This design comes from an exercise in tuning for small area on the open sky130 flow, not from production work. Function was not checked in any run shown here: the RTL went through the layout flow alone. Power and IR drop assume default switching activity.

### flow/design.v
module sird_dec (
    input  wire [9:0] code,
    input  wire       rd_in,     
    output wire       dat,
    output wire [7:0] data,
    output wire       sot,
    output wire       eot,
    output wire       sos,
    output wire       syn,
    output wire       cap,
    output wire       idl,
    output wire       rd_out
);
    wire [5:0] six  = code[9:4];
    wire [3:0] four = code[3:0];
    function [6:0] t6(input [5:0] c);
        case (c)
            6'b000101: t6 = {1'b0, 1'b1, 5'd23};
            6'b000110: t6 = {1'b0, 1'b1, 5'd8};
            6'b000111: t6 = {1'b0, 1'b1, 5'd7};
            6'b001001: t6 = {1'b0, 1'b1, 5'd27};
            6'b001010: t6 = {1'b0, 1'b1, 5'd4};
            6'b001011: t6 = {1'b1, 1'b1, 5'd20};
            6'b001100: t6 = {1'b0, 1'b1, 5'd24};
            6'b001101: t6 = {1'b1, 1'b1, 5'd12};
            6'b001110: t6 = {1'b1, 1'b1, 5'd28};
            6'b010001: t6 = {1'b0, 1'b1, 5'd29};
            6'b010010: t6 = {1'b0, 1'b1, 5'd2};
            6'b010011: t6 = {1'b1, 1'b1, 5'd18};
            6'b010100: t6 = {1'b0, 1'b1, 5'd31};
            6'b010101: t6 = {1'b1, 1'b1, 5'd10};
            6'b010110: t6 = {1'b1, 1'b1, 5'd26};
            6'b010111: t6 = {1'b1, 1'b0, 5'd15};
            6'b011000: t6 = {1'b0, 1'b1, 5'd0};
            6'b011001: t6 = {1'b1, 1'b1, 5'd6};
            6'b011010: t6 = {1'b1, 1'b1, 5'd22};
            6'b011011: t6 = {1'b1, 1'b0, 5'd16};
            6'b011100: t6 = {1'b1, 1'b1, 5'd14};
            6'b011101: t6 = {1'b1, 1'b0, 5'd1};
            6'b011110: t6 = {1'b1, 1'b0, 5'd30};
            6'b100001: t6 = {1'b0, 1'b1, 5'd30};
            6'b100010: t6 = {1'b0, 1'b1, 5'd1};
            6'b100011: t6 = {1'b1, 1'b1, 5'd17};
            6'b100100: t6 = {1'b0, 1'b1, 5'd16};
            6'b100101: t6 = {1'b1, 1'b1, 5'd9};
            6'b100110: t6 = {1'b1, 1'b1, 5'd25};
            6'b100111: t6 = {1'b1, 1'b0, 5'd0};
            6'b101000: t6 = {1'b0, 1'b1, 5'd15};
            6'b101001: t6 = {1'b1, 1'b1, 5'd5};
            6'b101010: t6 = {1'b1, 1'b1, 5'd21};
            6'b101011: t6 = {1'b1, 1'b0, 5'd31};
            6'b101100: t6 = {1'b1, 1'b1, 5'd13};
            6'b101101: t6 = {1'b1, 1'b0, 5'd2};
            6'b101110: t6 = {1'b1, 1'b0, 5'd29};
            6'b110001: t6 = {1'b1, 1'b1, 5'd3};
            6'b110010: t6 = {1'b1, 1'b1, 5'd19};
            6'b110011: t6 = {1'b1, 1'b0, 5'd24};
            6'b110100: t6 = {1'b1, 1'b1, 5'd11};
            6'b110101: t6 = {1'b1, 1'b0, 5'd4};
            6'b110110: t6 = {1'b1, 1'b0, 5'd27};
            6'b111000: t6 = {1'b1, 1'b0, 5'd7};
            6'b111001: t6 = {1'b1, 1'b0, 5'd8};
            6'b111010: t6 = {1'b1, 1'b0, 5'd23};
            default: t6 = 7'd0;
        endcase
    endfunction
    wire [6:0] e6  = t6(six);
    wire       ok6 = rd_in ? e6[5] : e6[6];
    wire [4:0] x   = e6[4:0];
    wire [2:0] n6 = six[0] + six[1] + six[2] + six[3] + six[4] + six[5];
    wire [2:0] n4 = four[0] + four[1] + four[2] + four[3];
    wire rd_mid = (n6 > 3'd3 || six == 6'b000111) ? 1'b1 :
                  (n6 < 3'd3 || six == 6'b111000) ? 1'b0 : rd_in;
    assign rd_out = (n4 > 3'd2 || four == 4'b0011) ? 1'b1 :
                    (n4 < 3'd2 || four == 4'b1100) ? 1'b0 : rd_mid;
    wire a7 = rd_mid ? (x == 5'd11 || x == 5'd13 || x == 5'd14)
                     : (x == 5'd17 || x == 5'd18 || x == 5'd20);
    reg       ok4;
    reg [2:0] y;
    always @* begin
        ok4 = 1'b1;
        y   = 3'd0;
        case ({rd_mid, four})
            5'b0_1011, 5'b1_0100: y = 3'd0;
            5'b0_1001, 5'b1_1001: y = 3'd1;
            5'b0_0101, 5'b1_0101: y = 3'd2;
            5'b0_1100, 5'b1_0011: y = 3'd3;
            5'b0_1101, 5'b1_0010: y = 3'd4;
            5'b0_1010, 5'b1_1010: y = 3'd5;
            5'b0_0110, 5'b1_0110: y = 3'd6;
            5'b0_1110, 5'b1_0001: begin y = 3'd7; ok4 = !a7; end
            5'b0_0111, 5'b1_1000: begin y = 3'd7; ok4 = a7; end
            default: ok4 = 1'b0;
        endcase
    end
    assign dat  = ok6 && ok4;
    assign data = dat ? {y, x} : 8'h00;
    wire k28 = rd_in ? (six == 6'b110000) : (six == 6'b001111);
    assign cap = k28 && (four == (rd_in ? 4'b1011 : 4'b0100));
    assign syn = k28 && (four == (rd_in ? 4'b0110 : 4'b1001));
    assign sos = k28 && (four == (rd_in ? 4'b1010 : 4'b0101));
    assign idl = k28 && (four == (rd_in ? 4'b0101 : 4'b1010));
    assign sot = rd_in ? (code == 10'b001001_0111) : (code == 10'b110110_1000);
    assign eot = rd_in ? (code == 10'b010001_0111) : (code == 10'b101110_1000);
endmodule
module sird_rx (
    input  wire        clk,
    input  wire        rst,           
    input  wire        in_valid,
    input  wire [9:0]  in_code,       
    output wire        mk_valid,
    output wire        mk_capt,       
    output wire        mk_ok,
    output wire [7:0]  mk_num,
    output wire        hdr_valid,
    output wire        hdr_ok,
    output wire [1:0]  hdr_mode,
    output wire        hdr_latch,
    output wire [1:0]  hdr_rdiv,
    output wire [9:0]  hdr_mf,
    output wire [7:0]  hdr_quota,
    output wire [7:0]  hdr_cmd_len,
    output wire [7:0]  hdr_cycle,
    output wire        cmd_valid,
    output wire        cmd_ok,
    output wire        body_valid,
    output wire [7:0]  body_data,
    output wire        seg_valid,
    output wire        seg_ok,
    output wire        seg_bad,       
    output wire [7:0]  seg_pos,
    output wire [7:0]  seg_nstat,
    output wire [10:0] seg_len,
    output wire        seg_fmt_ok,    
    output wire [5:0]  seg_nsb,       
    output wire [4:0]  seg_kinds,     
    output wire        pi_valid,
    output wire [4:0]  pi_pos,
    output wire [23:0] pi_sample,
    output wire [7:0]  pi_cnt,
    output wire        trn_valid,
    output wire [5:0]  trn_nseg,
    output wire        trn_abort,
    output wire        trn_trunc,
    output wire        trn_stray,
    output wire        trn_hdr_bad,
    output reg  [15:0] code_errs,
    output reg  [15:0] crc_errs,
    output reg  [15:0] trains_lost
);
    reg        v;               
    reg  [9:0] code_r;
    reg        rd;              
    always @(posedge clk) begin
        v      <= in_valid && !rst;
        code_r <= in_code;
    end
    wire       dat, sot, eot, sos, syn, cap, idl, rd_nx;
    wire [7:0] byte_;           
    sird_dec u_dec (
        .code   (code_r),
        .rd_in  (rd),
        .dat    (dat),
        .data   (byte_),
        .sot    (sot),
        .eot    (eot),
        .sos    (sos),
        .syn    (syn),
        .cap    (cap),
        .idl    (idl),
        .rd_out (rd_nx)
    );
    wire bad    = !(dat || sot || eot || sos || syn || cap || idl);
    wire unit   = dat || bad;               
    wire is_end = sot || eot || idl;
    function [15:0] crc_byte(input [15:0] c, input [7:0] b);
        integer k;
        reg [15:0] r;
        begin
            r = c;
            for (k = 7; k >= 0; k = k - 1) begin
                if (r[15] ^ b[k])
                    r = {r[14:0], 1'b0} ^ 16'h1021;
                else
                    r = {r[14:0], 1'b0};
            end
            crc_byte = r;
        end
    endfunction
    reg [2:0] mst;
    reg [7:0] mk_p1;
    wire mk_p1_due = mst[2] && !mst[1];
    wire fa        = v && !mst[2] && !mst[1] && !syn && !cap;    
    localparam [2:0] S_OUT = 3'd0,
                     S_HDR = 3'd1,
                     S_CMD = 3'd2,
                     S_GAP = 3'd3,
                     S_SEG = 3'd4,
                     S_SKT = 3'd5,      
                     S_SKH = 3'd6;      
    localparam [2:0] B_KIND = 3'd0,
                     B_LENP = 3'd1,     
                     B_LENO = 3'd2,     
                     B_DCAP = 3'd3,     
                     B_DATA = 3'd4,     
                     B_DEAD = 3'd5;
    reg [2:0]  state;
    reg [10:0] cnt;             
    reg        ub;              
    reg [7:0]  d1, d2;          
    reg [15:0] crc;             
    reg        lok;             
    reg [7:0]  h3, h4, h5, h6;
    reg [4:0]  h7;
    reg [7:0]  spos, snstat;
    reg [5:0]  nseg;            
    reg        stray;
    reg [2:0]  bst;
    reg [7:0]  brem;            
    reg [5:0]  nsb;
    reg [4:0]  kinds;
    reg        pi_have;
    wire in_hdr = (state == S_HDR);
    wire in_cmd = (state == S_CMD);
    wire in_seg = (state == S_SEG);
    wire in_gap = (state == S_GAP);
    wire shift    = fa && unit && (in_hdr || in_cmd || in_seg);
    wire [15:0] crc_next = crc_byte(crc, d2);
    wire crc_eq   = (crc_next == {byte_, d1});
    wire lastgood = !ub && !bad;
    wire [10:0] cnt_inc = cnt + 11'd1;
    wire hdr_end  = fa && unit && in_hdr && (cnt[2:0] == 3'd7);
    wire len_ok   = (h3 == 8'd0) || (h3 >= 8'd6 && h3 <= 8'd70);
    wire hok      = lastgood && crc_eq && len_ok;
    wire cmd_end  = fa && unit && in_cmd && (cnt_inc[6:0] == h3[6:0]);
    wire seg_long = (cnt[10:2] != 9'd0);
    wire close    = fa && in_seg && (sos || is_end);
    wire sgood    = seg_long && !ub && lok;
    wire pstep    = fa && unit && in_seg && seg_long;    
    wire uclr     = (fa && (sot || sos)) || hdr_end;     
    wire tend     = fa && is_end && (state != S_OUT);
    wire trunc    = in_hdr || in_cmd || (state == S_SKT);
    wire hbad     = (state == S_SKH);
    wire crc_fail = ((hdr_end || cmd_end) && lastgood && !crc_eq) ||
                    (close && seg_long && !ub && !lok);
    wire kind_ok  = (d2[7:4] == 4'd0) && (d2[3:0] != 4'd0) && (d2[3:0] <= 4'd5);
    wire chsh     = (fa && unit && in_hdr && (cnt[2:0] != 3'd7)) ||
                    (pstep && bst == B_DCAP);
    always @(posedge clk) begin
        if (rst) begin
            rd    <= 1'b0;
            mst   <= 3'd0;
            state <= S_OUT;
        end else if (v) begin
            rd <= rd_nx;
            if (mk_p1_due)
                mst[2:1] <= dat ? 2'b01 : 2'b11;
            else if (mst[1])
                mst[2:1] <= 2'b00;
            else if (syn || cap)
                mst <= {2'b10, cap};
            if (fa) begin
                if (sot)
                    state <= S_HDR;
                else if (is_end)
                    state <= S_OUT;
                else case (state)
                    S_HDR:
                        if (!unit)
                            state <= S_SKT;
                        else if (cnt[2:0] == 3'd7)
                            state <= !hok ? S_SKH : (h3 == 8'd0) ? S_GAP : S_CMD;
                    S_CMD:
                        if (!unit)
                            state <= S_SKT;
                        else if (cnt_inc[6:0] == h3[6:0])
                            state <= S_GAP;
                    S_GAP:
                        if (sos)
                            state <= S_SEG;
                    default: ;
                endcase
            end
        end
    end
    always @(posedge clk) begin
        if (mk_p1_due && v)
            mk_p1 <= byte_;
        if (shift) begin
            d1  <= byte_;
            d2  <= d1;
            lok <= crc_eq;
        end
        if (uclr)
            crc <= 16'hFFFF;
        else if (shift && cnt[10:1] != 10'd0)
            crc <= crc_next;
        if (uclr)
            cnt <= 11'd0;
        else if (shift && cnt != 11'h7FF)
            cnt <= cnt_inc;
        if (uclr)
            ub <= 1'b0;
        else if (shift && bad)
            ub <= 1'b1;
        if (chsh) begin
            h3 <= d2;
            h4 <= h3;
            h5 <= h4;
            h6 <= h5;
            h7 <= h6[4:0];
        end
        if (uclr) begin
            spos   <= 8'h00;
            snstat <= 8'h00;
        end else if (shift && cnt == 11'd0)
            spos   <= byte_;
        else if (shift && cnt == 11'd1)
            snstat <= byte_;
        if (fa && sot) begin
            nseg  <= 6'd0;
            stray <= 1'b0;
        end else if (fa && sos && (in_gap || in_seg)) begin
            if (nseg != 6'd63)
                nseg <= nseg + 6'd1;
        end else if (fa && unit && in_gap)
            stray <= 1'b1;
        if (uclr) begin
            bst     <= B_KIND;
            nsb     <= 6'd0;
            kinds   <= 5'd0;
            pi_have <= 1'b0;
        end else if (pstep) begin
            case (bst)
                B_KIND:
                    if (!kind_ok)
                        bst <= B_DEAD;
                    else begin
                        bst <= (d2[3:0] == 4'd1) ? B_LENP : B_LENO;
                        if (nsb != 6'd63)
                            nsb <= nsb + 6'd1;
                        kinds[d2[2:0] - 3'd1] <= 1'b1;
                    end
                B_LENP: begin
                    brem <= d2;
                    bst  <= (d2 != 8'd4) ? B_DEAD : pi_have ? B_DATA : B_DCAP;
                end
                B_LENO: begin
                    brem <= d2;
                    bst  <= (d2 == 8'd0) ? B_KIND : B_DATA;
                end
                B_DCAP, B_DATA: begin
                    brem <= brem - 8'd1;
                    if (brem == 8'd1) begin
                        bst <= B_KIND;
                        if (bst == B_DCAP)
                            pi_have <= 1'b1;
                    end
                end
                default: ;
            endcase
        end
    end
    always @(posedge clk) begin
        if (rst) begin
            code_errs   <= 16'd0;
            crc_errs    <= 16'd0;
            trains_lost <= 16'd0;
        end else begin
            if (v && bad && code_errs != 16'hFFFF)
                code_errs <= code_errs + 16'd1;
            if (crc_fail && crc_errs != 16'hFFFF)
                crc_errs <= crc_errs + 16'd1;
            if (tend && (!eot || trunc || hbad) && trains_lost != 16'hFFFF)
                trains_lost <= trains_lost + 16'd1;
        end
    end
    assign mk_valid    = v && mst[1];
    assign mk_capt     = mst[0];
    assign mk_ok       = !mst[2] && dat && (byte_ == ~mk_p1);
    assign mk_num      = mk_p1;
    assign hdr_valid   = hdr_end;
    assign hdr_ok      = hok;
    assign hdr_mode    = h7[1:0];
    assign hdr_latch   = h7[2];
    assign hdr_rdiv    = h7[4:3];
    assign hdr_mf      = {h5[1:0], h6};
    assign hdr_quota   = h4;
    assign hdr_cmd_len = h3;
    assign hdr_cycle   = d2;
    assign cmd_valid   = cmd_end;
    assign cmd_ok      = lastgood && crc_eq;
    assign body_valid  = pstep;
    assign body_data   = d2;
    assign seg_valid   = close;
    assign seg_ok      = sgood;
    assign seg_bad     = ub;
    assign seg_pos     = spos;
    assign seg_nstat   = snstat;
    assign seg_len     = cnt;
    assign seg_fmt_ok  = (bst == B_KIND);
    assign seg_nsb     = nsb;
    assign seg_kinds   = kinds;
    assign pi_valid    = close && sgood && (bst == B_KIND) && pi_have;
    assign pi_pos      = spos[4:0];
    assign pi_sample   = {h4, h5, h6};
    assign pi_cnt      = h3;
    assign trn_valid   = tend;
    assign trn_nseg    = nseg;
    assign trn_abort   = !eot;
    assign trn_trunc   = trunc;
    assign trn_stray   = stray;
    assign trn_hdr_bad = hbad;
endmodule
### flow/config.mk
export PLATFORM = sky130hd
export DESIGN_NAME = sird_rx
export DESIGN_NICKNAME = sird_rx
export VERILOG_FILES = /design/flow/design.v
export SDC_FILE = /design/flow/constraint.sdc
export NUM_CORES = 4
export LEC_CHECK = 0
export CAP_MARGIN = 20
export CORE_MARGIN = 2
export CORE_UTILIZATION = 40
export SLEW_MARGIN = 20
### flow/run.sh
#!/bin/bash
# synth_recipe.tcl (not shown) runs the flow's synth.tcl, then flattens the netlist and writes it again
# the make line also repeats each setting of config.mk as NAME=value (left out here)
make -C /OpenROAD-flow-scripts/flow DESIGN_CONFIG=/design/flow/config.mk WORK_HOME=/design/flow/orfs CLKGATE_MAP_FILE= SYNTH_SCRIPT=/design/flow/synth_recipe.tcl finish
### flow/constraint.sdc
create_clock -name core_clock -period 10.0 [get_ports {clk}]
set_input_delay 2.0000 -clock core_clock [delete_from_list [all_inputs] [get_ports {clk}]]
set_output_delay 2.0000 -clock core_clock [all_outputs]
set_load 0.01 [all_outputs]
==> results of run 1 <==
[per-layer routing]
metal  GRT usage  part of all wire  vias up
met4     0.04410             0.019        0
li1            -                 -     4661
met1      0.2642              0.46     4522
met2      0.3322              0.48      255
met5           0                 0        -
met3     0.02459             0.047       44
[synth_stat cells, types with 5 or more instances]
master    count  area [um2]
nand2b_1      9       56.30
o21ai_1       5       25.02
a31oi_1       6       37.54
or4_2         5       43.79
o21a_1        6       45.04
xor2_1       47       411.6
and2_1       24       150.1
o31ai_1       7       52.55
or4_1        10       75.07
a21oi_2       8       70.07
nand3b_1     10       75.07
edfxtp_1     70        2102
inv_1        44       165.2
dfxtp_1     139        2783
nor3_1       30       150.1
xnor2_1      41       359.1
nand3_1      39       195.2
buf_2        15       75.07
xnor3_1       6       135.1
a21oi_1      67       335.3
nor3b_1       5       37.54
a22oi_1       6       45.04
o31ai_2       6       75.07
clkbuf_1     42       157.7
nor2_1      148       555.5
o211ai_1     19       142.6
o21ai_0      35       175.2
ha_1         32       400.4
nor4_1        7       43.79
nand4_1      23       143.9
nand2_1      93       349.1
a211oi_1     12       90.09
mux2i_1      36       360.4
and3_1       13       81.33
nor2b_1      11       68.82
o22ai_1       6       37.54
buf_4        41       307.8
[logic make-up after synthesis]
kind of cell,after synthesis,share of synthesized area
mux,41,0.03632
buf+inv,147,0.06493
simple gates,462,0.2015
fa+ha+maj,37,0.04200
flops,209,0.4183
xor+xnor,105,0.09611
compound gates,233,0.1408
[placed cells by master (no fill, tap or decap), drive strengths merged, types with 6 or more instances in the layout]
cell	instances
clkdlybuf4s50	213
nor2	148
dfxtp	139
nand2	93
a21oi	75
edfxtp	70
xor2	49
inv	45
xnor2	45
o21ai	41
nand3	39
mux2i	36
ha	32
nor3	31
clkbuf	30
and2	24
nand4	24
o211ai	19
or4	15
and3	13
a211oi	13
o31ai	13
nor2b	11
nor4	11
nand3b	10
clkinv	10
nand2b	9
buf	8
xnor3	8
o21a	6
o22ai	6
a31oi	6
a22oi	6
[power by group]
group          leakage (nW)  internal (mW)  switching, mW
Clock                 0.398          0.541          0.355
Sequential             1.76          0.890         0.0260
Combinational          3.26         0.0961          0.121
Total                  5.41           1.53          0.503
[worst max-delay path, delay by kind of cell, from the launching register on]
kind | cells | cell delay (ns)
compound gates | 4 | 1.41
flops | 1 | 0.39
buf+inv | 4 | 0.80
simple gates | 3 | 0.81
xor+xnor | 1 | 0.19
fa+ha+maj | 4 | 1.40
[registers in the layout (all words and copies together) (netlist names), 10 cells and up]
register / cells
trains_lost: 16
cnt: 11
crc_errs: 16
crc: 16
code_r: 10
code_errs: 16
[metrics by stage]
step | hold slack, ns | cell area, um2 | total power [mW]
3_5_place_dp | 0.4409 | 13790 | 1.152
2_1_floorplan | 0.4283 | 11680 | 1.090
3_3_place_gp | 0.4314 | 13790 | 1.149
4_1_cts | 0.4516 | 14590 | 2.051
5_1_grt | 0.4644 | 14590 | 2.114
6_report | 0.4497 | 14590 | 2.031
[worst paths after layout]
check        cells past startpoint   endpoint      start
max                             16      mk_ok  code_r[4]
max reg2reg                     17  snstat[2]  code_r[4]
min reg2reg                      2   kinds[4]   kinds[4]
min                              2   kinds[4]   kinds[4]
[area by class of cell]
| cell class | instances | area (um2) | share of cell area |
|---|---|---|---|
| Multi-Input combinational cell | 878 | 6063 | 0.4156 |
| Sequential cell | 209 | 4885 | 0.3348 |
| Timing Repair Buffer | 221 | 2190 | 0.1501 |
| Clock buffer | 30 | 654.4 | 0.04485 |
| Tap cell | 384 | 480.5 | 0.03293 |
| Inverter | 45 | 168.9 | 0.01158 |
| Clock inverter | 14 | 148.9 | 0.01021 |
==> run_results.csv, run 1 <==
group,metric,value,unit
final_layout,areaGrowthSynthToFinish,24.94,%
logic_synthesis,synthesis.area,11680,um2
critical_path,cp_cell_sequence,"inv_1 -> ha_1 -> inv_1 -> fa_1 -> fa_1 -> inv_1 -> fa_1 -> nand3b_1 -> o211ai_1 -> nand2_1 -> o32a_1 -> o21ai_1 -> a31oi_1 -> xnor2_1 -> nor4_1 -> clkdlybuf4s50_1",
clock_tree,postCtsHoldBufs,0,
clock_tree,clk_latency,0.52,ns
clock_tree,cts.sinks,209,
timing,rsz0062_at_grt,"no",
final_layout,antenna_cells,0,
timing,tightestPinTransition,1.080,ns
floorplanning,die_w,174.9,um
critical_path,slowest_stage,"clkdlybuf4s50_1",
route,postRouteAntennaNets,0,
timing,timing.final.crit_share,0.7518,
route,num_vias,9482,
place,detailed_place_hpwl,22150,um
route,routed_wirelength,30650,um
final_layout,final_layout_size_suffix_gt1_frac,0.07659,
timing,fin_crit,7.518,ns
timing,slew_headroom,0.2779,
final_layout,instances_no_fill,1781,
timing,fin_ws,2.482,ns
logic_synthesis,synth_edf_count,70,
timing,slew_viol_final,0,
final_layout,filler_cell_count,2669,
logic_synthesis,syn_avg_cell_area,9.463,um2
logic_synthesis,syn_nets,1283,
floorplanning,ios,215,
place,pre_cts_slack,3.043,ns
logic_synthesis,synth.distinct_cells,100,
timing,max_freq,133.0,MHz
clock_tree,cts_buffers,24,
critical_path,worst_setup_path_end_kind,"output pin",
clock_tree,post-cts-setup-buffers,0,
clock_tree,cts_tree,"done",
timing,setup_viol,0,
power_and_ir_drop,irDropWorstVdd,127.8,uV
route,drcViolationCount,0,
floorplanning,start_util,0.4068,
floorplanning,num_rows,62,
logic_synthesis,ys.flop_type,"dfxtp_1",
final_layout,nets,1428,
global_route,groute.usage.overall,0.1948,
critical_path,cp_max_fo,8,
route,via_per_inst,5.324,
critical_path,arrival,5.52,ns
power_and_ir_drop,power.density,139.2,nW/um2
critical_path,cp_data_required_time,8.00,ns
place,gp_congestion,0.8825,
global_route,grt_antenna_before_repair,0,
critical_path,reg2reg_slack,3.95,ns
place,dp_cells,1737,
timing,tns,0,ns
floorplanning,dieArea,30580,um2
logic_synthesis,ys_seq_area_frac,0.4183,
clock_tree,cts.htree.levels,1,
clock_tree,root_buffer,"clkbuf_16",
clock_tree,ctsResizeCount,0,
final_layout,fin_util,0.5083,
route,first_pass_iters,5,
flow_run,drv_cap,0,
critical_path,critPathLaunchType,"flip-flop",
worst_hold_path,hold_path_class,"reg2reg",
route,wl_per_cell,17.21,um
clock_tree,clk_path_buf_depth,3,
place,portBuffers,214,
global_route,grt_pass1_vias,8749,
floorplanning,core,28700,um2
floorplanning,die_y,174.9,um
global_route,grt_pass1_wl,48200,um
clock_tree,clk_pin_slew_worst_paths,0.06,ns
timing,clock_skew,0.01673,ns
global_route,grt_max_degree,58,
logic_synthesis,synth_cells,1234,
critical_path,crit_type,"reg2out",
status,status,"no timing/DRC/antenna violations",
global_route,gr-total-overflow,0,
logic_synthesis,synth_warnings,2,
logic_synthesis,synth_seq_cells,209,
timing,hold_viol,0,
power_and_ir_drop,leakage,5.413,nW
logic_synthesis,postSynth.asyncResetShare,0,
critical_path,critPathMaxStageDelay,0.64,ns
route,drt_iter0_markers,612,
==> inputs of run 2 (changes only) <==
--- a/flow/config.mk
+++ b/flow/config.mk
@@ -6,4 +6,5 @@
 export NUM_CORES = 4
 export LEC_CHECK = 0
+export ABC_AREA = 1
 export CAP_MARGIN = 20
 export CORE_MARGIN = 2
==> run_results.csv, run 2 <==
group,metric,value,unit
status,status,"no timing/DRC/antenna violations",
critical_path,cp_data_required_time,8.00,ns
clock_tree,post-cts-setup-buffers,0,
power_and_ir_drop,finalPower,2.131,mW
place,pre_cts_slack,3.552,ns
power_and_ir_drop,leakage,6.093,nW
final_layout,instances_no_fill,2077,
logic_synthesis,synthTopCellsByCount,"nand2_1 (240), inv_1 (219), nor2_1 (165)",
logic_synthesis,synth_top_area_share,0.2370,
final_layout,nets,1724,
power_and_ir_drop,seq_power_share,0.443,
timing,whs,0.4435,ns
clock_tree,cts.sinks,209,
timing,max_freq,144.1,MHz
route,via_per_inst,5.019,
timing,slew_headroom,0.3800,
logic_synthesis,synth_cells,1500,
logic_synthesis,postSynth.asyncResetShare,0,
place,portBuffers,214,
logic_synthesis,syn_nets,1549,
floorplanning,num_rows,62,
global_route,gr-total-overflow,0,
critical_path,worst_setup_path_end_kind,"output pin",
power_and_ir_drop,clockPowerShare,0.402,
timing,setup_viol,0,
timing,rsz0062_at_grt,"no",
floorplanning,die_w,175.3,um
floorplanning,ios,215,
power_and_ir_drop,p_sw,0.5906,mW
final_layout,filler_cell_count,2757,
logic_synthesis,ys_seq_area_frac,0.4161,
power_and_ir_drop,comb_power_share,0.156,
final_layout,final_cell_mix,"nand2_1 (240), inv_1 (219), clkdlybuf4s50_1 (214)",
logic_synthesis,yosysTopAreaCell,"dfxtp_1",
final_layout,final_common_cell,"nand2_1",
clock_tree,clk_pin_slew_worst_paths,0.06,ns
timing,timing.final.crit_share,0.6938,
logic_synthesis,synth.distinct_cells,61,
floorplanning,core,28780,um2
global_route,grt_pass1_vias,10050,
place,gp_congestion,0.8862,
clock_tree,cts.htree.levels,1,
logic_synthesis,synth_warnings,2,
critical_path,cp_max_fo,17,
power_and_ir_drop,intPower,1.541,mW
critical_path,arrival,4.94,ns
route,first_pass_iters,5,
floorplanning,dieArea,30730,um2
power_and_ir_drop,swShare,0.2771,
logic_synthesis,synth_edf_count,70,
final_layout,areaGrowthSynthToFinish,25.41,%
critical_path,critPathLaunchType,"flip-flop",
route,routed_wirelength,31500,um
clock_tree,ctsResizeCount,0,
logic_synthesis,synth_most_common_cell,"nand2_1",
clock_tree,cts_tree,"done",
global_route,grt_antenna_before_repair,0,
route,drcViolationCount,0,
clock_tree,postCtsHoldBufs,0,
clock_tree,cts_buffers,24,
power_and_ir_drop,irDropWorstVdd,106.3,uV
floorplanning,die_y,175.3,um
power_and_ir_drop,power.density,144.8,nW/um2
route,num_vias,10420,
timing,fin_ws,3.062,ns
logic_synthesis,synthesis.area,11740,um2
logic_synthesis,synth_seq_cells,209,
timing,fin_crit,6.938,ns
timing,slew_viol_final,0,
global_route,grt_max_degree,46,
clock_tree,root_buffer,"clkbuf_16",
timing,clock_skew,0.02101,ns
route,postRouteAntennaNets,0,
route,wl_per_cell,15.17,um
final_layout,antenna_cells,0,
clock_tree,clk_latency,0.52,ns
route,drt_iter0_markers,448,
place,detailed_place_hpwl,23750,um
timing,hold_viol,0,
logic_synthesis,syn_avg_cell_area,7.826,um2
floorplanning,start_util,0.4079,
critical_path,crit_type,"reg2out",
final_layout,final_layout_size_suffix_gt1_frac,0.07206,
logic_synthesis,synth.area.top_cells,"dfxtp_1 (24%), edfxtp_1 (18%), nand2_1 (7.7%)",
worst_hold_path,hold_path_class,"reg2reg",
timing,tns,0,ns
global_route,groute.usage.overall,0.2018,
flow_run,drv_cap,0,
place,dp_cells,2033,
clock_tree,clk_path_buf_depth,3,
global_route,grt_pass1_wl,50660,um
logic_synthesis,ys.flop_type,"dfxtp_1",
timing,tightestPinTransition,0.9156,ns
[run 2: cell count changes after synthesis, moves of 25 or more]
cell | before | now
inv_1 | 44 | 219
clkbuf_1 | 42 | 15
mux2i_1 | 36 | 1
nand2_1 | 93 | 240
nor3_1 | 30 | 55
a21oi_1 | 67 | 93
nand3_1 | 39 | 82
[run 2: kinds of logic (layout without fill, tap and decap cells)]
logic type | Yosys count | after routing | synth area share
buffers and inverters | 301 | 494 | 0.1139
DFF | 209 | 209 | 0.4161
adders and majority gates | 36 | 36 | 0.04093
and+or+nand+nor | 643 | 643 | 0.2530
muxes | 1 | 1 | 0.0008527
AOI/OAI and AO/OA | 237 | 237 | 0.1194
xor gates and xnor gates | 73 | 73 | 0.05574
[run 2: path summary, 6_finish.rpt]
kind | cells past startpoint | slack, ns | to | startpoint
worst max register to register | 23 | 4.69 | spos[0] | code_r[4]
worst min register to register | 0 | 0.44 | h6[3] | h5[3]
worst max-delay path | 24 | 3.06 | hdr_ok | code_r[4]
worst min-delay path | 0 | 0.44 | h6[3] | h5[3]
[run 2: per-layer routing]
layer,vias up,GRT usage,wire length [um]
met5,-,0,0
met4,0,0.05625,682
met3,47,0.03701,2237
met2,346,0.3402,14620
met1,4773,0.2653,13960
li1,5258,-,-
[run 2: final cells by class]
cell class              count  area (um2)  share of cell area
clock buffers              33       685.7             0.04657
repair buffers            218        2172              0.1475
clock inverters            11       92.59            0.006289
flip-flops and latches    209        4885              0.3318
well taps                 384       480.5             0.03264
multi-input cells         990        5535              0.3760
inverters                 232       870.8             0.05915
[run 2: worst max-delay path, cell delays in order, from the launching register on]
cell and delay (ns):
dfxtp_1 0.36, inv_1 0.07, ha_1 0.27, inv_1 0.04, fa_1 0.49, fa_1 0.16
inv_1 0.05, fa_1 0.47, inv_1 0.04, o21bai_1 0.21, nand3_4 0.15, nand2_4 0.17
nand2_1 0.06, nand2_1 0.08, nand2_1 0.06, nand2_1 0.11, nand3_4 0.19, nand3_1 0.16
inv_2 0.10, nand2_1 0.07, nand3_1 0.06, nor2_1 0.19, nand4_1 0.18, inv_1 0.09
clkdlybuf4s50_1 0.59
[run 2: stage by stage]
step,util,cell area (um2)
after floorplan,-,11740
after global placement,0.4843,13940
after detailed placement,0.4843,13940
after CTS,0.5113,14720
after global routing,0.5115,14720
final,0.5115,14720
[run 2: power by group through the flow]
stage	Sequential (mW)	Combinational, mW	Clock [mW]
5_1_grt	0.948	0.376	0.909
4_1_cts	0.944	0.332	0.881
3_5_place_dp	0.962	0.330	0
3_3_place_gp	0.961	0.325	0
6_report	0.944	0.332	0.856
2_1_floorplan	0.955	0.237	0
==> inputs of run 3 (changes only) <==
--- a/flow/config.mk
+++ b/flow/config.mk
@@ -6,7 +6,8 @@
 export NUM_CORES = 4
 export LEC_CHECK = 0
-export ABC_AREA = 1
 export CAP_MARGIN = 20
 export CORE_MARGIN = 2
 export CORE_UTILIZATION = 40
+export CTS_BUF_LIST = sky130_fd_sc_hd__clkbuf_4
+export CTS_CLUSTER_SIZE = 30
 export SLEW_MARGIN = 20
==> run_results.csv, run 3 <==
group,metric,value,unit
status,status,"no timing/DRC/antenna violations",
final_layout,final_layout_size_suffix_gt1_frac,0.1141,
logic_synthesis,synth_edf_count,70,
route,drcViolationCount,0,
global_route,groute.usage.overall,0.1966,
clock_tree,cts.sinks,209,
timing,fin_crit,7.643,ns
timing,slew_viol_final,0,
logic_synthesis,ys.flop_type,"dfxtp_1",
critical_path,r2r-start,"code_r[4]",
power_and_ir_drop,power.density,133.2,nW/um2
place,portBuffers,214,
route,drt_iter0_markers,604,
logic_synthesis,synthesis.area,11680,um2
final_layout,finalInstanceArea,14590,um2
final_layout,areaGrowthSynthToFinish,24.90,%
logic_synthesis,syn_nets,1283,
route,num_vias,9685,
place,pre_cts_slack,3.043,ns
final_layout,regArea,4885,um2
global_route,grt_util_met3,0.03721,
logic_synthesis,synth_most_common_cell,"nor2_1",
critical_path,cp_max_fo,8,
timing,hold_viol,0,
clock_tree,cts_buffers,59,
critical_path,arrival,5.64,ns
timing,tightestPinTransition,1.068,ns
global_route,busiest_layer,"met2",
critical_path,critPathLaunchType,"flip-flop",
global_route,grt_pass1_wl,48560,um
critical_path,slowest_stage,"clkdlybuf4s50_1",
timing,timing.final.crit_share,0.7643,
logic_synthesis,synth_top_area_share,0.2383,
logic_synthesis,synth.distinct_cells,100,
flow_run,drv_cap,0,
global_route,grt_pass1_vias,9037,
clock_tree,clk_pin_slew_worst_paths,0.07,ns
critical_path,worst_setup_path_end_kind,"output pin",
critical_path,critPathMaxStageDelay,0.63,ns
timing,fin_ws,2.357,ns
timing,rsz0062_at_grt,"no",
logic_synthesis,yosysTopAreaCell,"dfxtp_1",
floorplanning,ios,215,
worst_hold_path,hold_path_class,"reg2reg",
final_layout,fin_util,0.5082,
logic_synthesis,synth_warnings,2,
global_route,gr-total-overflow,0,
critical_path,reg2reg_slack,3.96,ns
critical_path,crit_buf_inv,4,
timing,slew_headroom,0.2855,
logic_synthesis,syn_avg_cell_area,9.463,um2
timing,tns,0,ns
floorplanning,die_y,174.9,um
critical_path,ff2ff_path_depth,17,
place,post_dp_cell_area,13790,um2
clock_tree,clk_latency,0.72,ns
critical_path,cp_data_required_time,8.00,ns
critical_path,startpoint,"code_r[4]",
global_route,grt_max_degree,58,
floorplanning,core,28700,um2
logic_synthesis,ys_seq_area_frac,0.4183,
floorplanning,dieArea,30580,um2
global_route,grt_use_met2,0.3272,
clock_tree,root_buffer,"clkbuf_4",
clock_tree,postCtsHoldBufs,0,
final_layout,final_common_cell,"clkdlybuf4s50_1",
final_layout,multi_input_area,6063,um2
floorplanning,num_rows,62,
final_layout,nets,1463,
route,via_per_inst,5.241,
route,routed_wirelength,30660,um
place,gp_congestion,0.8825,
route,postRouteAntennaNets,0,
timing,max_freq,130.8,MHz
route,wl_per_cell,16.59,um
timing,clock_skew,0.07700,ns
clock_tree,cts.htree.levels,2,
logic_synthesis,synth_cells,1234,
timing,setup_viol,0,
final_layout,filler_cell_count,2707,
clock_tree,clk_path_buf_depth,3,
logic_synthesis,synth_seq_cells,209,
critical_path,crit_end,"mk_ok",
power_and_ir_drop,irDropWorstVdd,77.46,uV
final_layout,final_cell_mix,"clkdlybuf4s50_1 (213), nor2_1 (148), dfxtp_1 (139)",
critical_path,cp_cell_sequence,"inv_1 -> ha_1 -> inv_1 -> fa_1 -> fa_1 -> inv_1 -> fa_1 -> nand3b_1 -> o211ai_1 -> nand2_1 -> o32a_1 -> o21ai_1 -> a31oi_1 -> xnor2_1 -> nor4_1 -> clkdlybuf4s50_1",
global_route,use_met1,0.2599,
critical_path,cp_num_cells,16,
power_and_ir_drop,finalPower,1.943,mW
place,detailed_place_hpwl,22150,um
logic_synthesis,postSynth.asyncResetShare,0,
critical_path,timing.rr.end,"spos[7]",
critical_path,crit_type,"reg2out",
floorplanning,start_util,0.4068,
clock_tree,post-cts-setup-buffers,0,
route,first_pass_iters,5,
critical_path,crit_family,"compound AO/OA/AOI/OAI gates",
logic_synthesis,synth.area.top_cells,"dfxtp_1 (24%), edfxtp_1 (18%), nor2_1 (4.8%)",
clock_tree,cts_tree,"done",
floorplanning,die_w,174.9,um
logic_synthesis,synthTopCellsByCount,"nor2_1 (148), dfxtp_1 (139), nand2_1 (93)",
power_and_ir_drop,leakage,5.493,nW
clock_tree,ctsResizeCount,0,
global_route,grt_antenna_before_repair,1,
[run 3: changes by cell type in the layout (fill, tap and decap cells not counted), moves of 16 or more]
| cell | previous run | this run |
|---|---|---|
| inv_1 | 219 | 44 |
| nand2_1 | 240 | 93 |
| clkbuf_4 | 0 | 93 |
| nand3_1 | 82 | 39 |
| mux2i_1 | 1 | 36 |
| a21oi_1 | 93 | 67 |
| clkbuf_16 | 25 | 0 |
| nor3_1 | 54 | 29 |
| and2_1 | 1 | 24 |
| o21ai_0 | 58 | 35 |
| nand2_2 | 17 | 0 |
| nor2_1 | 165 | 148 |
| o211ai_1 | 3 | 19 |
[run 3: cells by family (layout without fill, tap and decap cells)]
family                     Yosys count  count (layout)  synth area share
and+or+nand+nor                    462             462            0.2015
AOI/OAI and AO/OA                  233             233            0.1408
DFF                                209             209            0.4183
buffers and inverters              147             376           0.06493
xor gates and xnor gates           105             105           0.09611
muxes                               41              41           0.03632
adders and majority gates           37              37           0.04200
other                                0               1                 0
[run 3: metrics by stage]
step                instances  hold WS, ns
floorplan                1234       0.4283
global placement         1737       0.4314
detailed placement       1737       0.4409
CTS                      1847       0.3977
global route             1848       0.4313
finish                   1848       0.4124
[run 3: worst min path at each step]
stage	start	to	slack [ns]	depth (start not counted)
global placement	h5[3]	h6[3]	0.43	0
floorplan	d1[5]	d2[5]	0.43	0
finish	d1[2]	d2[2]	0.41	0
CTS	d1[2]	d2[2]	0.40	0
detailed placement	kinds[4]	kinds[4]	0.44	2
global route	d1[5]	d2[5]	0.43	0
[run 3: metal layers]
metal | vias to the layer above | routed length (um)
met5 | - | 0
li1 | 4767 | -
met1 | 4571 | 13690
met3 | 48 | 1820
met4 | 0 | 550
met2 | 299 | 14600
[run 3: final cells by class]
cell class	instances	area share
clock inverters	17	0.006691
diodes	1	0.0001716
inverters	45	0.01158
clock buffers	93	0.04787
flip-flops and latches	209	0.3349
well taps	384	0.03294
multi-input cells	878	0.4157
repair buffers	221	0.1501
[run 3: where the power goes]
group / internal (mW) / switching (mW)
combinational: 0.0961 / 0.121
sequential: 0.890 / 0.0262
clock: 0.447 / 0.362
total: 1.43 / 0.509
==> inputs of run 4 (changes only) <==
==> flow/flow/run.sh (new file) <==
#!/bin/bash
# The standard layout, with the smallest buffer (buf_1) on each port instead
# of the default port buffer. make's full output goes to make_finish.log.
set -euo pipefail
bash standard.sh "BUFFER_PORTS_ARGS=-buffer_cell sky130_fd_sc_hd__buf_1" finish > make_finish.log 2>&1
==> flow/standard.sh (new file) <==
#!/bin/bash
# synth_recipe.tcl (not shown) runs the flow's synth.tcl, then flattens the netlist and writes it again
# the make line also repeats each setting of config.mk as NAME=value (left out here)
make -C /OpenROAD-flow-scripts/flow DESIGN_CONFIG=/design/flow/config.mk WORK_HOME=/design/flow/orfs CLKGATE_MAP_FILE= SYNTH_SCRIPT=/design/flow/synth_recipe.tcl "${@:-finish}"
--- a/flow/config.mk
+++ b/flow/config.mk
@@ -9,5 +9,3 @@
 export CORE_MARGIN = 2
 export CORE_UTILIZATION = 40
-export CTS_BUF_LIST = sky130_fd_sc_hd__clkbuf_4
-export CTS_CLUSTER_SIZE = 30
 export SLEW_MARGIN = 20
removed: flow/run.sh
==> run_results.csv, run 4 <==
group,metric,value,unit
critical_path,cp_data_required_time,8.00,ns
final_layout,multi_input_area,6065,um2
global_route,gr-total-overflow,0,
flow_run,drv_cap,0,
power_and_ir_drop,power.density,151.0,nW/um2
critical_path,ff2ff_path_depth,17,
clock_tree,cts_tree,"done",
clock_tree,clk_latency,0.53,ns
critical_path,crit_type,"reg2out",
critical_path,arrival,5.22,ns
status,status,"no timing/DRC/antenna violations",
global_route,groute.usage.overall,0.1900,
floorplanning,num_rows,62,
final_layout,final_layout_size_suffix_gt1_frac,0.07709,
logic_synthesis,synth.distinct_cells,100,
critical_path,timing.rr.end,"snstat[0]",
timing,whs,0.4493,ns
logic_synthesis,synth_top_family_by_area,"simple AND/OR/NAND/NOR gates",
route,via_per_inst,5.327,
logic_synthesis,ys_seq_area_frac,0.4183,
route,routed_wirelength,29870,um
route,postRouteAntennaNets,0,
timing,slew_headroom,0.3821,
timing,hold_viol,0,
worst_hold_path,hold_path_depth,0,
power_and_ir_drop,finalPower,2.003,mW
timing,fin_crit,7.218,ns
logic_synthesis,synthesis.area,11680,um2
place,portBuffers,214,
critical_path,worst_setup_path_end_kind,"output pin",
power_and_ir_drop,intPower,1.490,mW
global_route,grt_antenna_before_repair,1,
logic_synthesis,syn_avg_cell_area,9.463,um2
clock_tree,cts.sinks,209,
global_route,grt_max_degree,58,
final_layout,finalInstanceArea,13260,um2
final_layout,fin_util,0.4621,
final_layout,antenna_cells,0,
timing,fin_ws,2.782,ns
power_and_ir_drop,clockPowerShare,0.438,
timing,tns,0,ns
clock_tree,cts.htree.levels,1,
power_and_ir_drop,seq_power_share,0.458,
logic_synthesis,synth_cells,1234,
critical_path,cp_max_fo,8,
logic_synthesis,synth_warnings,2,
logic_synthesis,yosysTopAreaCell,"dfxtp_1",
clock_tree,post-cts-setup-buffers,0,
timing,setup_viol,0,
route,drt_iter0_markers,582,
place,post_dp_cell_area,12460,um2
place,pre_cts_slack,3.397,ns
route,num_vias,9509,
power_and_ir_drop,irDropWorstVdd,123.9,uV
floorplanning,dieArea,30580,um2
logic_synthesis,synth_top_area_share,0.2383,
route,drcViolationCount,0,
global_route,grt_pass1_wl,47220,um
worst_hold_path,hold_path_class,"reg2reg",
clock_tree,postCtsHoldBufs,0,
critical_path,critPathLaunchType,"flip-flop",
clock_tree,clk_path_buf_depth,3,
floorplanning,die_y,174.9,um
final_layout,areaGrowthSynthToFinish,13.59,%
worst_hold_path,min_from,"h5[2]",
floorplanning,die_w,174.9,um
timing,tightestPinTransition,0.9172,ns
clock_tree,ctsResizeCount,0,
clock_tree,root_buffer,"clkbuf_16",
logic_synthesis,synth_seq_cells,209,
final_layout,filler_cell_count,2781,
logic_synthesis,synth_most_common_cell,"nor2_1",
clock_tree,clk_pin_slew_worst_paths,0.05,ns
floorplanning,core,28700,um2
timing,clock_skew,0.01216,ns
final_layout,final_cell_mix,"buf_1 (212), nor2_1 (148), dfxtp_1 (139)",
critical_path,r2r-start,"code_r[4]",
place,detailed_place_hpwl,21640,um
power_and_ir_drop,p_sw,0.5124,mW
logic_synthesis,postSynth.asyncResetShare,0,
route,first_pass_iters,5,
timing,timing.final.crit_share,0.7218,
place,gp_congestion,0.8787,
logic_synthesis,syn_nets,1283,
logic_synthesis,synth-xor-area-share,0.09611,
global_route,grt_pass1_vias,8623,
place,dp_cells,1737,
timing,rsz0062_at_grt,"no",
power_and_ir_drop,comb_power_share,0.105,
timing,slew_viol_final,0,
logic_synthesis,synth_compound_area_frac,0.1408,
power_and_ir_drop,swShare,0.2558,
logic_synthesis,synth.area.top_cells,"dfxtp_1 (24%), edfxtp_1 (18%), nor2_1 (4.8%)",
logic_synthesis,synth_edf_count,70,
timing,max_freq,138.5,MHz
final_layout,instances_no_fill,1785,
worst_hold_path,hold_path_end,"h6[2]",
logic_synthesis,synthAdderAreaFrac,0.04200,
critical_path,reg2reg_slack,4.08,ns
logic_synthesis,synthTopCellsByCount,"nor2_1 (148), dfxtp_1 (139), nand2_1 (93)",
power_and_ir_drop,leakage,4.894,nW
logic_synthesis,synthSimpleGateAreaFrac,0.2015,
clock_tree,cts_buffers,26,
logic_synthesis,synth.area.mux_share,0.03632,
logic_synthesis,ys.flop_type,"dfxtp_1",
route,wl_per_cell,16.73,um
final_layout,regArea,4885,um2
floorplanning,start_util,0.4068,
final_layout,nets,1430,
floorplanning,ios,215,
final_layout,final_common_cell,"buf_1",
[run 4: critical path, cell delays in order, from the launching register on]
cell,delay (ns)
dfxtp_1,0.40
inv_1,0.07
ha_1,0.27
inv_1,0.04
fa_1,0.49
fa_1,0.17
inv_1,0.05
fa_1,0.47
nand3b_1,0.12
o211ai_1,0.19
nand2_1,0.19
o32a_1,0.40
o21ai_1,0.59
a31oi_1,0.24
xnor2_1,0.19
nor4_1,0.58
buf_1,0.21
[run 4: final cells by class]
cell class                      count  area share
Clock buffer                       32     0.05471
Clock inverter                     16    0.006131
Inverter                           45     0.01273
Multi-Input combinational cell    878      0.4572
Sequential cell                   209      0.3683
Tap cell                          384     0.03622
Timing Repair Buffer              221     0.06471
[run 4: logic make-up after synthesis]
| family | Yosys count |
|---|---|
| and+or+nand+nor | 462 |
| AOI/OAI and AO/OA | 233 |
| DFF | 209 |
| buffers and inverters | 147 |
| xor gates and xnor gates | 105 |
| muxes | 41 |
| adders and majority gates | 37 |
[run 4: worst max-delay path by stage]
stage               startpoint  cells after the start  slack [ns]    end
floorplan            code_r[4]                     15        2.58  h3[0]
global route         code_r[4]                     16        2.55  mk_ok
finish               code_r[4]                     16        2.78  mk_ok
CTS                  code_r[4]                     16        2.80  mk_ok
global placement     code_r[4]                     16        3.50  mk_ok
detailed placement   code_r[4]                     16        3.40  mk_ok
[run 4: per-layer routing]
layer  part of all wire  global-route usage  vias up
met1               0.45              0.2581     4473
met5                  0                   0        -
li1                   -                   -     4682
met2               0.47              0.3139      302
met3              0.055             0.02589       52
met4              0.027             0.06007        0
[run 4: power groups by stage]
stage	Combinational, mW	Sequential, mW	Clock (mW)
final	0.209	0.917	0.876
after global routing	0.232	0.920	0.937
after CTS	0.209	0.917	0.898
after detailed placement	0.208	0.935	0
after global placement	0.205	0.935	0
after floorplan	0.166	0.924	0
==> inputs of run 5 (changes only) <==
--- a/flow/config.mk
+++ b/flow/config.mk
@@ -8,4 +8,4 @@
 export CAP_MARGIN = 20
 export CORE_MARGIN = 2
-export CORE_UTILIZATION = 40
+export CORE_UTILIZATION = 70
 export SLEW_MARGIN = 20
==> run_results.csv, run 5 <==
group,metric,value,unit
place,detailed_place_hpwl,20000,um
logic_synthesis,postSynth.asyncResetShare,0,
timing,max_freq,142.5,MHz
clock_tree,ctsResizeCount,0,
floorplanning,die_y,133.2,um
logic_synthesis,synthesis.area,11680,um2
clock_tree,cts_buffers,22,
logic_synthesis,synthTopCellsByCount,"nor2_1 (148), dfxtp_1 (139), nand2_1 (93)",
worst_hold_path,hold_path_class,"reg2reg",
clock_tree,cts.sinks,209,
route,num_vias,9682,
route,drcViolationCount,0,
timing,clock_skew,0.01329,ns
clock_tree,clk_pin_slew_worst_paths,0.06,ns
global_route,grt_pass1_vias,8989,
logic_synthesis,synth.area.top_cells,"dfxtp_1 (24%), edfxtp_1 (18%), nor2_1 (4.8%)",
final_layout,areaGrowthSynthToFinish,10.76,%
final_layout,filler_cell_count,1183,
critical_path,critPathMaxStageDelay,0.46,ns
timing,tightestPinTransition,1.070,ns
route,via_per_inst,5.995,
timing,rsz0062_at_grt,"no",
global_route,grt_max_degree,58,
global_route,grt_pass1_wl,44850,um
clock_tree,postCtsHoldBufs,0,
logic_synthesis,synth_most_common_cell,"nor2_1",
clock_tree,clk_latency,0.50,ns
timing,timing.final.crit_share,0.7019,
final_layout,final_cell_mix,"buf_1 (213), nor2_1 (148), dfxtp_1 (139)",
power_and_ir_drop,leakage,4.838,nW
timing,slew_viol_final,0,
logic_synthesis,synth_edf_count,70,
clock_tree,cts.htree.levels,1,
final_layout,antenna_cells,0,
timing,slew_headroom,0.2800,
route,routed_wirelength,28010,um
final_layout,final_common_cell,"buf_1",
logic_synthesis,syn_avg_cell_area,9.463,um2
critical_path,arrival,5.02,ns
logic_synthesis,syn_nets,1283,
logic_synthesis,synth_cells,1234,
logic_synthesis,synth_warnings,2,
logic_synthesis,synth.distinct_cells,100,
critical_path,cp_max_fo,6,
global_route,grt_antenna_before_repair,0,
status,status,"no timing/DRC/antenna violations",
critical_path,cp_cell_sequence,"inv_1 -> ha_1 -> inv_1 -> fa_1 -> fa_1 -> inv_1 -> fa_1 -> nand3b_1 -> o211ai_1 -> nand3_1 -> nand4_1 -> a221o_1 -> a2111oi_4 -> nand2_1 -> nor4_2 -> buf_1",
final_layout,nets,1428,
global_route,groute.usage.overall,0.3066,
critical_path,startpoint,"code_r[4]",
logic_synthesis,ys_seq_area_frac,0.4183,
route,postRouteAntennaNets,0,
critical_path,crit_type,"reg2out",
floorplanning,die_w,133.2,um
timing,tns,0,ns
timing,hold_viol,0,
route,first_pass_iters,6,
logic_synthesis,yosysTopAreaCell,"dfxtp_1",
clock_tree,cts_tree,"done",
power_and_ir_drop,irDropWorstVdd,121.4,uV
critical_path,r2r-start,"code_r[4]",
timing,fin_crit,7.019,ns
logic_synthesis,synth_top_area_share,0.2383,
flow_run,drv_cap,0,
final_layout,final_layout_size_suffix_gt1_frac,0.07240,
clock_tree,post-cts-setup-buffers,0,
worst_hold_path,min_from,"h5[6]",
power_and_ir_drop,finalPower,1.894,mW
floorplanning,dieArea,17730,um2
critical_path,critPathLaunchType,"flip-flop",
logic_synthesis,ys.flop_type,"dfxtp_1",
critical_path,crit_buf_inv,4,
floorplanning,start_util,0.7092,
place,portBuffers,214,
critical_path,worst_setup_path_end_kind,"output pin",
floorplanning,core,16470,um2
floorplanning,ios,215,
critical_path,slowest_stage,"a2111oi_4",
timing,whs,0.4469,ns
timing,setup_viol,0,
critical_path,crit_family,"adder cells",
route,drt_iter0_markers,840,
logic_synthesis,synth_seq_cells,209,
floorplanning,num_rows,47,
place,gp_congestion,0.8776,
global_route,gr-total-overflow,0,
clock_tree,clk_path_buf_depth,3,
route,wl_per_cell,17.34,um
clock_tree,root_buffer,"clkbuf_16",
critical_path,cp_data_required_time,8.00,ns
power_and_ir_drop,power.density,146.4,nW/um2
==> run 5: cell counts after synthesis <==
No cell type changed its count.
==> run 5: cell families (layout without fill, tap and decap cells) <==
logic type	count (synthesis)	after routing	synth area share
muxes	41	41	0.03632
adders and majority gates	37	37	0.04200
xor gates and xnor gates	105	105	0.09611
buffers and inverters	147	308	0.06493
DFF	209	209	0.4183
AOI/OAI and AO/OA	233	233	0.1408
and+or+nand+nor	462	462	0.2015
==> run 5: layout make-up <==
class	instances	area, um2	share of cell area
multi-input cells	878	6051	0.4678
flip-flops and latches	209	4885	0.3777
repair buffers	223	872.1	0.06743
clock buffers	30	633.1	0.04895
well taps	220	275.3	0.02128
inverters	45	168.9	0.01306
clock inverters	10	48.80	0.003773
==> run 5: routing by layer <==
layer / vias to the layer above / global-route usage / part of all wire
met5: - / 0 / 0
met4: 0 / 0.09338 / 0.025
met3: 61 / 0.06012 / 0.071
met2: 387 / 0.5222 / 0.49
met1: 4590 / 0.3991 / 0.42
li1: 4644 / - / -
==> run 5: through the flow <==
stage          std cells  setup slack, ns  utilization  instance area [um2]
2_1_floorplan       1234            2.577            -                11680
3_3_place_gp        1575            3.641       0.7441                12250
3_5_place_dp        1575            3.538       0.7441                12250
4_1_cts             1615            2.992       0.7855                12930
5_1_grt             1615            2.709       0.7855                12930
6_report            1615            2.981       0.7855                12930
==> run 5: report_power, final <==
part | leakage [nW] | internal, mW | switching [mW]
Clock | 0.339 | 0.444 | 0.324
Sequential | 1.76 | 0.890 | 0.0272
Combinational | 2.74 | 0.0871 | 0.122
Total | 4.84 | 1.42 | 0.472
==> run 5: path summary, 6_finish.rpt <==
check / end / slack [ns] / depth (start not counted)
max reg2reg: snstat[1] / 4.01 / 17
max: hdr_ok / 2.98 / 16
min reg2reg: h6[6] / 0.45 / 0
min: h6[6] / 0.45 / 0
==> inputs of run 6 (changes only) <==
--- a/flow/config.mk
+++ b/flow/config.mk
@@ -8,4 +8,6 @@
 export CAP_MARGIN = 20
 export CORE_MARGIN = 2
-export CORE_UTILIZATION = 70
+export CORE_UTILIZATION = 60
+export CTS_BUF_LIST = sky130_fd_sc_hd__clkbuf_8
+export CTS_CLUSTER_DIAMETER = 60
 export SLEW_MARGIN = 20
==> run_results.csv, run 6 <==
group,metric,value,unit
status,status,"no timing/DRC/antenna violations",
critical_path,startpoint,"code_r[4]",
logic_synthesis,synth_edf_count,70,
clock_tree,ctsResizeCount,0,
flow_run,drv_cap,0,
clock_tree,post-cts-setup-buffers,0,
timing,hold_viol,0,
floorplanning,die_w,143.5,um
final_layout,fin_util,0.6721,
timing,tightestPinTransition,1.025,ns
clock_tree,clk_pin_slew_worst_paths,0.05,ns
global_route,groute.usage.overall,0.2589,
power_and_ir_drop,irDropWorstVdd,102.3,uV
logic_synthesis,synth_top_area_share,0.2383,
timing,setup_viol,0,
place,detailed_place_hpwl,19560,um
critical_path,reg2reg_slack,4.11,ns
timing,tns,0,ns
critical_path,cp_cell_sequence,"inv_1 -> ha_1 -> inv_1 -> fa_1 -> fa_1 -> inv_1 -> fa_1 -> nand3b_1 -> o211ai_1 -> nand3_1 -> nand4_1 -> a221o_1 -> a2111oi_4 -> nand2_1 -> nor4_2 -> buf_1",
critical_path,arrival,4.96,ns
route,num_vias,9467,
critical_path,crit_family,"adder cells",
floorplanning,num_rows,51,
route,via_per_inst,5.632,
place,gp_congestion,0.8706,
timing,slew_headroom,0.3167,
route,first_pass_iters,5,
global_route,grt_antenna_before_repair,0,
logic_synthesis,synthTopCellsByCount,"nor2_1 (148), dfxtp_1 (139), nand2_1 (93)",
global_route,gr-total-overflow,0,
floorplanning,core,19270,um2
final_layout,final_layout_size_suffix_gt1_frac,0.08121,
critical_path,critPathMaxStageDelay,0.47,ns
critical_path,crit_buf_inv,4,
route,routed_wirelength,27320,um
logic_synthesis,ys_seq_area_frac,0.4183,
final_layout,instances_no_fill,1681,
timing,timing.final.crit_share,0.6963,
place,dp_cells,1618,
clock_tree,clk_path_buf_depth,3,
logic_synthesis,ys.flop_type,"dfxtp_1",
route,drcViolationCount,0,
timing,max_freq,143.6,MHz
floorplanning,ios,215,
logic_synthesis,synth_most_common_cell,"nor2_1",
clock_tree,root_buffer,"clkbuf_8",
critical_path,cp_num_cells,16,
final_layout,final_common_cell,"buf_1",
logic_synthesis,syn_nets,1283,
worst_hold_path,hold_path_class,"reg2reg",
timing,slew_viol_final,0,
route,wl_per_cell,16.25,um
floorplanning,start_util,0.6060,
critical_path,cp_data_required_time,8.00,ns
logic_synthesis,postSynth.asyncResetShare,0,
clock_tree,cts.sinks,209,
clock_tree,cts_buffers,37,
clock_tree,postCtsHoldBufs,0,
timing,fin_ws,3.037,ns
timing,fin_crit,6.963,ns
power_and_ir_drop,leakage,4.878,nW
logic_synthesis,synth_seq_cells,209,
logic_synthesis,synth.distinct_cells,100,
critical_path,crit_end,"hdr_ok",
critical_path,cp_max_fo,6,
floorplanning,die_y,143.5,um
timing,clock_skew,0.02619,ns
critical_path,crit_type,"reg2out",
final_layout,nets,1441,
critical_path,timing.rr.end,"snstat[5]",
final_layout,finalInstanceArea,12950,um2
final_layout,final_cell_mix,"buf_1 (213), nor2_1 (148), dfxtp_1 (139)",
route,drt_iter0_markers,455,
route,postRouteAntennaNets,0,
global_route,grt_pass1_wl,43040,um
clock_tree,cts_tree,"done",
logic_synthesis,syn_avg_cell_area,9.463,um2
logic_synthesis,synth_cells,1234,
global_route,grt_max_degree,58,
critical_path,ff2ff_path_depth,17,
timing,rsz0062_at_grt,"no",
logic_synthesis,synth.area.top_cells,"dfxtp_1 (24%), edfxtp_1 (18%), nor2_1 (4.8%)",
place,portBuffers,214,
final_layout,antenna_cells,0,
logic_synthesis,synth_warnings,2,
critical_path,slowest_stage,"a2111oi_4",
logic_synthesis,yosysTopAreaCell,"dfxtp_1",
global_route,grt_pass1_vias,8500,
clock_tree,clk_latency,0.53,ns
floorplanning,dieArea,20590,um2
power_and_ir_drop,power.density,141.5,nW/um2
place,pre_cts_slack,3.590,ns
final_layout,areaGrowthSynthToFinish,10.91,%
critical_path,r2r-start,"code_r[4]",
critical_path,worst_setup_path_end_kind,"output pin",
place,post_dp_cell_area,12290,um2
logic_synthesis,synthesis.area,11680,um2
clock_tree,cts.htree.levels,2,
critical_path,critPathLaunchType,"flip-flop",
## run 6: changes by cell type in the layout (fill, tap and decap cells not counted), sizes merged
cell,previous run,this run
clkinvlp,0,1
clkinv,10,7
inv,45,60
buf,222,220
clkbuf,31,41
## run 6: layer usage
metal	part of all wire	global-route usage	routed length (um)
met2	0.48	0.4281	12990
met4	0.018	0.07121	491
met5	0	0	0
met3	0.054	0.04332	1487
met1	0.45	0.3529	12350
## run 6: worst min path at each step
| stage | slack (ns) | cells after the start | end | start |
|---|---|---|---|---|
| final | 0.45 | 0 | h6[4] | h5[4] |
| after global routing | 0.47 | 0 | h6[6] | h5[6] |
| after global placement | 0.43 | 0 | h6[2] | h5[2] |
| after CTS | 0.45 | 0 | h6[4] | h5[4] |
| after detailed placement | 0.44 | 0 | h6[4] | h5[4] |
| after floorplan | 0.43 | 0 | d2[5] | d1[5] |
## run 6: layout make-up
class	instances	area, um2
multi-input combinational	878	6057
sequential	209	4885
clock inverter	23	101.3
inverter	45	168.9
timing repair buffer	221	857.1
fill	1678	6320
clock buffer	40	550.5
tap	265	331.6
## run 6: where the power goes
part           total (mW)  internal, mW  switching (mW)
Combinational       0.206        0.0857           0.121
Sequential          0.918         0.891          0.0274
Clock               0.707         0.368           0.340
## run 6: metrics by stage
stage	total power, mW	hold slack, ns
floorplan	1.090	0.4283
global placement	1.135	0.4294
detailed placement	1.139	0.4388
CTS	1.845	0.4526
global route	1.910	0.4678
finish	1.832	0.4478
## run 6: kinds of logic after synthesis
family / Yosys count / share of synthesized area
and+or+nand+nor: 462 / 0.2015
AOI/OAI and AO/OA: 233 / 0.1408
DFF: 209 / 0.4183
buffers and inverters: 147 / 0.06493
xor gates and xnor gates: 105 / 0.09611
muxes: 41 / 0.03632
adders and majority gates: 37 / 0.04200

afterwards: timing with drivers on the ports:
No port has a modelled driver above. Below, the same layouts with a new extraction and two added sets of constraints.
Step 1: set_driving_cell puts a clkbuf_16 on clk and a buf_2 on each other input, an assumption about the parent block.
Step 2 adds t to the input delays and takes it off the output delays; t is the mean of the earliest and latest rising clock arrival at the registers after step 1. Input paths then give back, and output paths get back, about the clock's delay inside the block.
Three values: no drivers, after step 1, after step 2; two values: the first two.
| run | t, ns | setup slack, ns | latest minus earliest clock arrival (ns) |
|---|---|---|---|
| run 1 | 0.565 | 2.482 / 2.433 / 2.998 | 0.017 / 0.016 |
| run 2 | 0.564 | 3.062 / 3.012 / 3.576 | 0.021 / 0.021 |
| run 3 | 0.720 | 2.357 / 2.314 / 3.033 | 0.077 / 0.077 |
| run 4 | 0.571 | 2.782 / 2.735 / 3.306 | 0.013 / 0.013 |
| run 5 | 0.538 | 2.981 / 2.934 / 3.471 | 0.015 / 0.015 |
| run 6 | 0.561 | 3.037 / 2.992 / 3.553 | 0.026 / 0.026 |
After both steps every run listed still meets setup and hold.
